From an optimization exercise on the open Yosys and OpenROAD flow, aimed at small area; shortcuts taken in it are not production practice.
Only simulation tests tie the RTL to the original design; equivalence was not proved.

==> job 4231: inputs <==
Design pxcode, start of the top module:
module pxcode (
    input  wire         clk,
    input  wire         rst,            
    input  wire         frame_start,    
    input  wire [15:0]  t_led,          
    input  wire         in_valid,       
    input  wire [63:0]  in_dv,          
    input  wire [63:0]  in_corr,        
    output wire [39:0]  tab_addr,       
    output wire [1:0]   tab_lo,         
    output wire [1:0]   tab_hi,         
    input  wire [223:0] tab_q,          
    output wire         out_valid,
    output wire [55:0]  out_code,       
    output reg  [20:0]  worn_count
);
==> module pxcode_lane, before the edit <==
module pxcode_lane (
    input  wire        clk,
    input  wire [15:0] dv,          
    input  wire [15:0] corr,        
    input  wire [8:0]  w,           
    output wire [9:0]  tab_addr,    
    input  wire [55:0] tab_q,       
    output reg  [13:0] code
);
    reg [15:0] s0_dv;
    reg [15:0] s0_corr;
    always @(posedge clk) begin
        s0_dv   <= dv;
        s0_corr <= corr;
    end
    wire [11:0] gain   = s0_corr[11:0];
    wire signed [3:0] offset = s0_corr[15:12];
    wire [27:0] prod     = s0_dv * gain;
    wire [17:0] scaled   = (prod + 28'd512) >> 10;               
    wire signed [19:0] withoff = $signed({2'b00, scaled}) + $signed({{14{offset[3]}}, offset, 2'b00});
    reg [15:0] corrected;
    always @(*) begin
        if (s0_dv == 16'd0)
            corrected = 16'd0;
        else if (withoff < 0)
            corrected = 16'd0;
        else if (withoff > 20'sd65535)
            corrected = 16'hFFFF;
        else
            corrected = withoff[15:0];
    end
    reg [15:0] s1_x;
    always @(posedge clk)
        s1_x <= corrected;
    wire [9:0] idx = (s1_x[15:6] == 10'd1023) ? 10'd1022 : s1_x[15:6];
    assign tab_addr = idx;
    reg [15:0] s2_x;
    reg [9:0]  s2_i;
    always @(posedge clk) begin
        s2_x <= s1_x;
        s2_i <= idx;
    end
    wire [13:0] lo0 = tab_q[13:0];
    wire [13:0] lo1 = tab_q[27:14];
    wire [13:0] hi0 = tab_q[41:28];
    wire [13:0] hi1 = tab_q[55:42];
    wire        last = (s2_i == 10'd1022);
    wire [15:0] p    = {s2_i, 6'b000000};
    wire [6:0]  frac = s2_x - p;
    wire [13:0] lo_val;
    wire [13:0] hi_val;
    pxcode_interp u_lo (.t0(lo0), .t1(lo1), .frac(frac), .last(last), .val(lo_val));
    pxcode_interp u_hi (.t0(hi0), .t1(hi1), .frac(frac), .last(last), .val(hi_val));
    reg [13:0] s3_lo;
    reg [13:0] s3_hi;
    always @(posedge clk) begin
        s3_lo <= lo_val;
        s3_hi <= hi_val;
    end
    wire [8:0]  wl    = 9'd256 - w;
    wire [22:0] blend = wl * s3_lo + w * s3_hi + 23'd128;
    always @(posedge clk)
        code <= blend[21:8];
endmodule
==> module pxcode_interp, before the edit <==
module pxcode_interp (
    input  wire [13:0] t0,
    input  wire [13:0] t1,
    input  wire [6:0]  frac,
    input  wire        last,
    output wire [13:0] val
);
    wire [13:0] diff = t1 - t0;                
    wire [20:0] prod = diff * frac;
    wire [20:0] q64  = (prod + 21'd32) >> 6;
    wire [20:0] q127 = (prod + 21'd63) / 21'd127;
    wire [20:0] step = last ? q127 : q64;
    assign val = t0 + step[13:0];
endmodule
==> module pxcode, before the edit <==
module pxcode (
    input  wire         clk,
    input  wire         rst,            
    input  wire         frame_start,    
    input  wire [15:0]  t_led,          
    input  wire         in_valid,       
    input  wire [63:0]  in_dv,          
    input  wire [63:0]  in_corr,        
    output wire [39:0]  tab_addr,       
    output wire [1:0]   tab_lo,         
    output wire [1:0]   tab_hi,         
    input  wire [223:0] tab_q,          
    output wire         out_valid,
    output wire [55:0]  out_code,       
    output reg  [20:0]  worn_count
);
    localparam LATENCY = 5;
    reg [1:0] sel_lo;
    reg [1:0] sel_hi;
    reg [8:0] sel_w;
    wire signed [15:0] t = t_led;
    reg [1:0]  band;
    reg [15:0] t_base;
    reg [1:0]  nxt_lo;
    reg [1:0]  nxt_hi;
    reg [8:0]  nxt_w;
    wire [15:0] t_off = t - t_base;
    wire [19:0] w_num = {t_off[9:0], 8'd0} + 20'd320;
    wire [19:0] w_div = w_num / 20'd640;          
    always @(*) begin
        if (t < 16'sd960) begin
            band = 2'd0; t_base = 16'd320;
        end else if (t < 16'sd1600) begin
            band = 2'd1; t_base = 16'd960;
        end else begin
            band = 2'd2; t_base = 16'd1600;
        end
        if (t <= 16'sd320) begin
            nxt_lo = 2'd0; nxt_hi = 2'd0; nxt_w = 9'd0;
        end else if (t >= 16'sd2240) begin
            nxt_lo = 2'd3; nxt_hi = 2'd3; nxt_w = 9'd0;
        end else begin
            nxt_lo = band; nxt_hi = band + 2'd1; nxt_w = w_div[8:0];
        end
    end
    always @(posedge clk) begin
        if (frame_start) begin
            sel_lo <= nxt_lo;
            sel_hi <= nxt_hi;
            sel_w  <= nxt_w;
        end
    end
    assign tab_lo = sel_lo;
    assign tab_hi = sel_hi;
    genvar k;
    generate
        for (k = 0; k < 4; k = k + 1) begin : g_lane
            pxcode_lane u_lane (
                .clk      (clk),
                .dv       (in_dv[16*k +: 16]),
                .corr     (in_corr[16*k +: 16]),
                .w        (sel_w),
                .tab_addr (tab_addr[10*k +: 10]),
                .tab_q    (tab_q[56*k +: 56]),
                .code     (out_code[14*k +: 14])
            );
        end
    endgenerate
    reg [LATENCY-1:0] vpipe;
    always @(posedge clk) begin
        if (rst)
            vpipe <= {LATENCY{1'b0}};
        else
            vpipe <= {vpipe[LATENCY-2:0], in_valid};
    end
    assign out_valid = vpipe[LATENCY-1];
    wire [2:0] worn_now = (in_corr[11:0]  > 12'd1638) + (in_corr[27:16] > 12'd1638)
                        + (in_corr[43:32] > 12'd1638) + (in_corr[59:48] > 12'd1638);
    always @(posedge clk) begin
        if (rst || frame_start)
            worn_count <= 21'd0;
        else if (in_valid)
            worn_count <= worn_count + worn_now;
    end
endmodule
Settings: LEC_CHECK=0, CAP_MARGIN=20, CORE_MARGIN=2, CORE_UTILIZATION=40, SLEW_MARGIN=20; clock period 30.0 ns.
run.sh (not shown) runs the stock make flow with config.mk's settings and CLKGATE_MAP_FILE= SYNTH_SCRIPT=/design/flow/synth_recipe.tcl, a recipe that flattens the netlist after the stock synthesis.
==> job 1549 (differences from job 4231) <==
==> flow/design.v (replaced) <==
module pxcode_lane (
    input  wire        clk,
    input  wire [15:0] dv,          
    input  wire [15:0] corr,        
    input  wire [7:0]  w,           
    input  wire        w256,        
    output wire [9:0]  tab_addr,    
    input  wire [55:0] tab_q,       
    output wire [13:0] code
);
    wire [11:0]       gain   = corr[11:0];
    wire signed [3:0] offset = corr[15:12];
    wire [27:0] prod    = dv * gain;
    wire [17:0] scaled  = prod[27:10] + prod[9];                 
    wire signed [19:0] withoff = $signed({2'b00, scaled}) + $signed({{14{offset[3]}}, offset, 2'b00});
    reg [15:0] x;
    always @(*) begin
        if (withoff[19])
            x = 16'd0;
        else if (withoff[18:16] != 3'd0)
            x = 16'hFFFF;
        else if (dv == 16'd0)
            x = 16'd0;
        else
            x = withoff[15:0];
    end
    wire last_now = &x[15:7];                      
    assign tab_addr = last_now ? 10'd1022 : x[15:6];
    reg [6:0] s_frac;
    reg       s_last;
    always @(posedge clk) begin
        s_frac <= last_now ? x[6:0] : {1'b0, x[5:0]};
        s_last <= last_now;
    end
    wire [13:0] lo_val;
    wire [13:0] hi_val;
    pxcode_interp u_lo (.t0(tab_q[13:0]),  .t1(tab_q[27:14]), .frac(s_frac), .last(s_last), .val(lo_val));
    pxcode_interp u_hi (.t0(tab_q[41:28]), .t1(tab_q[55:42]), .frac(s_frac), .last(s_last), .val(hi_val));
    wire signed [14:0] d     = $signed({1'b0, hi_val}) - $signed({1'b0, lo_val});
    wire signed [23:0] wd    = d * $signed({1'b0, w});
    wire signed [23:0] rnd   = wd + 24'sd128;
    wire [13:0]        base  = w256 ? hi_val : lo_val;
    assign code = base + rnd[21:8];
endmodule
module pxcode_interp (
    input  wire [13:0] t0,
    input  wire [13:0] t1,
    input  wire [6:0]  frac,
    input  wire        last,
    output wire [13:0] val
);
    wire [13:0] diff = t1 - t0;                
    wire [20:0] prod = diff * frac;
    wire [13:0] q64  = prod[19:6] + prod[5];
    wire [20:0] n    = prod + 21'd63;
    wire [13:0] a    = n[20:7];
    wire [14:0] s    = a + n[6:0];
    wire [7:0]  s2   = s[14:7] + s[6:0];
    wire [13:0] q127 = a + s[14:7] + (s2 >= 8'd127) + (s2 >= 8'd254);
    wire [13:0] step = last ? q127 : q64;
    assign val = t0 + step;
endmodule
module pxcode (
    input  wire         clk,
    input  wire         rst,            
    input  wire         frame_start,    
    input  wire [15:0]  t_led,          
    input  wire         in_valid,       
    input  wire [63:0]  in_dv,          
    input  wire [63:0]  in_corr,        
    output wire [39:0]  tab_addr,       
    output wire [1:0]   tab_lo,         
    output wire [1:0]   tab_hi,         
    input  wire [223:0] tab_q,          
    output wire         out_valid,
    output wire [55:0]  out_code,       
    output reg  [20:0]  worn_count
);
    reg [1:0] sel_lo;
    reg [1:0] sel_hi;
    reg [7:0] sel_w;        
    reg       sel_w256;     
    wire signed [15:0] t = t_led;
    wire [10:0] tp = t_led[10:0] - 11'd320;
    reg  [1:0]  band;
    reg  [9:0]  d;                                 
    always @(*) begin
        if (tp < 11'd640) begin
            band = 2'd0; d = tp[9:0];
        end else if (tp < 11'd1280) begin
            band = 2'd1; d = tp - 11'd640;
        end else begin
            band = 2'd2; d = tp - 11'd1280;
        end
    end
    wire [10:0] d1    = d + 10'd1;
    wire [21:0] wmul  = d1 * 11'd1639;
    wire [8:0]  w_div = wmul[20:12];
    reg [1:0] nxt_lo;
    reg [1:0] nxt_hi;
    reg [8:0] nxt_w;
    always @(*) begin
        if (t <= 16'sd320) begin
            nxt_lo = 2'd0; nxt_hi = 2'd0; nxt_w = 9'd0;
        end else if (t >= 16'sd2240) begin
            nxt_lo = 2'd3; nxt_hi = 2'd3; nxt_w = 9'd0;
        end else begin
            nxt_lo = band; nxt_hi = band + 2'd1; nxt_w = w_div;
        end
    end
    always @(posedge clk) begin
        if (frame_start) begin
            sel_lo   <= nxt_lo;
            sel_hi   <= nxt_hi;
            sel_w    <= nxt_w[7:0];
            sel_w256 <= nxt_w[8];
        end
    end
    assign tab_lo = sel_lo;
    assign tab_hi = sel_hi;
    genvar k;
    generate
        for (k = 0; k < 4; k = k + 1) begin : g_lane
            pxcode_lane u_lane (
                .clk      (clk),
                .dv       (in_dv[16*k +: 16]),
                .corr     (in_corr[16*k +: 16]),
                .w        (sel_w),
                .w256     (sel_w256),
                .tab_addr (tab_addr[10*k +: 10]),
                .tab_q    (tab_q[56*k +: 56]),
                .code     (out_code[14*k +: 14])
            );
        end
    endgenerate
    reg vld;
    always @(posedge clk) begin
        if (rst)
            vld <= 1'b0;
        else
            vld <= in_valid;
    end
    assign out_valid = vld;
    wire [2:0] worn_now = (in_corr[11:0]  > 12'd1638) + (in_corr[27:16] > 12'd1638)
                        + (in_corr[43:32] > 12'd1638) + (in_corr[59:48] > 12'd1638);
    always @(posedge clk) begin
        if (rst || frame_start)
            worn_count <= 21'd0;
        else if (in_valid)
            worn_count <= worn_count + worn_now;
    end
endmodule
==> reports/metrics.yaml <==
yosys:
  synth_common_cells: "1823 x inv_1, 1510 x ha_1, 1489 x fa_1, 1345 x nand2_1, 1015 x and2_1"
  synthAdderAreaFrac: 0.474
critical_path:
  cp-end-kind: "output port"
  arrival_ns: 25.29
route:
  wl_met1_microns: 140000
sta:
  setup_slack_ns: -1.29
  setup_viol: 16
status:
  check.faults: "setup timing"
  status: "complete, but fails checks"
floorplanning:
  core_sq_mm: 0.256
final_layout:
  layout_common_cells: "2619 x buf_4, 1751 x inv_1, 1453 x fa_1"
  buffer_area_frac: 0.182
  multiInputGateArea_sq_mm: 0.101
  n_all_buffers: 3177
global_routing:
  first_global_vias: 97190
That was job 1549.
==> reports/metrics.yaml <==
critical_path:
  cp-end-kind: "flip-flop"
  arrival_ns: 27.58
global_routing:
  first_global_vias: 115281
final_layout:
  n_all_buffers: 575
  layout_common_cells: "2226 x inv_1, 1928 x nand2_1, 1864 x fa_1"
  buffer_area_frac: 0.0379
status:
  status: "no timing/DRC/antenna violations"
floorplanning:
  io_pins: 494
route:
  wl_met1_microns: 177000
sta:
  setup_slack_ns: 3.13
yosys:
  synth_common_cells: "2226 x inv_1, 1928 x nand2_1, 1864 x fa_1, 1257 x ha_1, 1117 x and2_1"
placement:
  post-place-cells: 20945
That was job 4231.

what the ideal ports hide:
The results above use ideal ports. As a check the final layouts listed here were re-extracted and re-timed, cells and wires unchanged.
Step 1 (the two cells are an assumption about what drives the block):
set clk [get_ports {clk}]
set_driving_cell -lib_cell sky130_fd_sc_hd__clkbuf_16 $clk
set_driving_cell -lib_cell sky130_fd_sc_hd__buf_2 [delete_from_list [all_inputs] $clk]
Step 2 moves the port delays by t, midway between the first and last clock arrival at a register: inputs arrive t later, outputs are due t later. That takes back most of the time a late clock gives input paths.
Three values: no drivers, after step 1, after step 2; two values: the first two.
run	t, ns	setup WS [ns]	worst data-port slew with drivers (ns)
job 4231	0.873	3.129 / 3.208 / 2.336	0.16
job 1549	0.494	-1.292 / -1.326 / -1.326	0.14
For job 4231, which loses most, drivers alone change the setup slack by +0.079 ns; drivers and shift together by -0.793 ns.
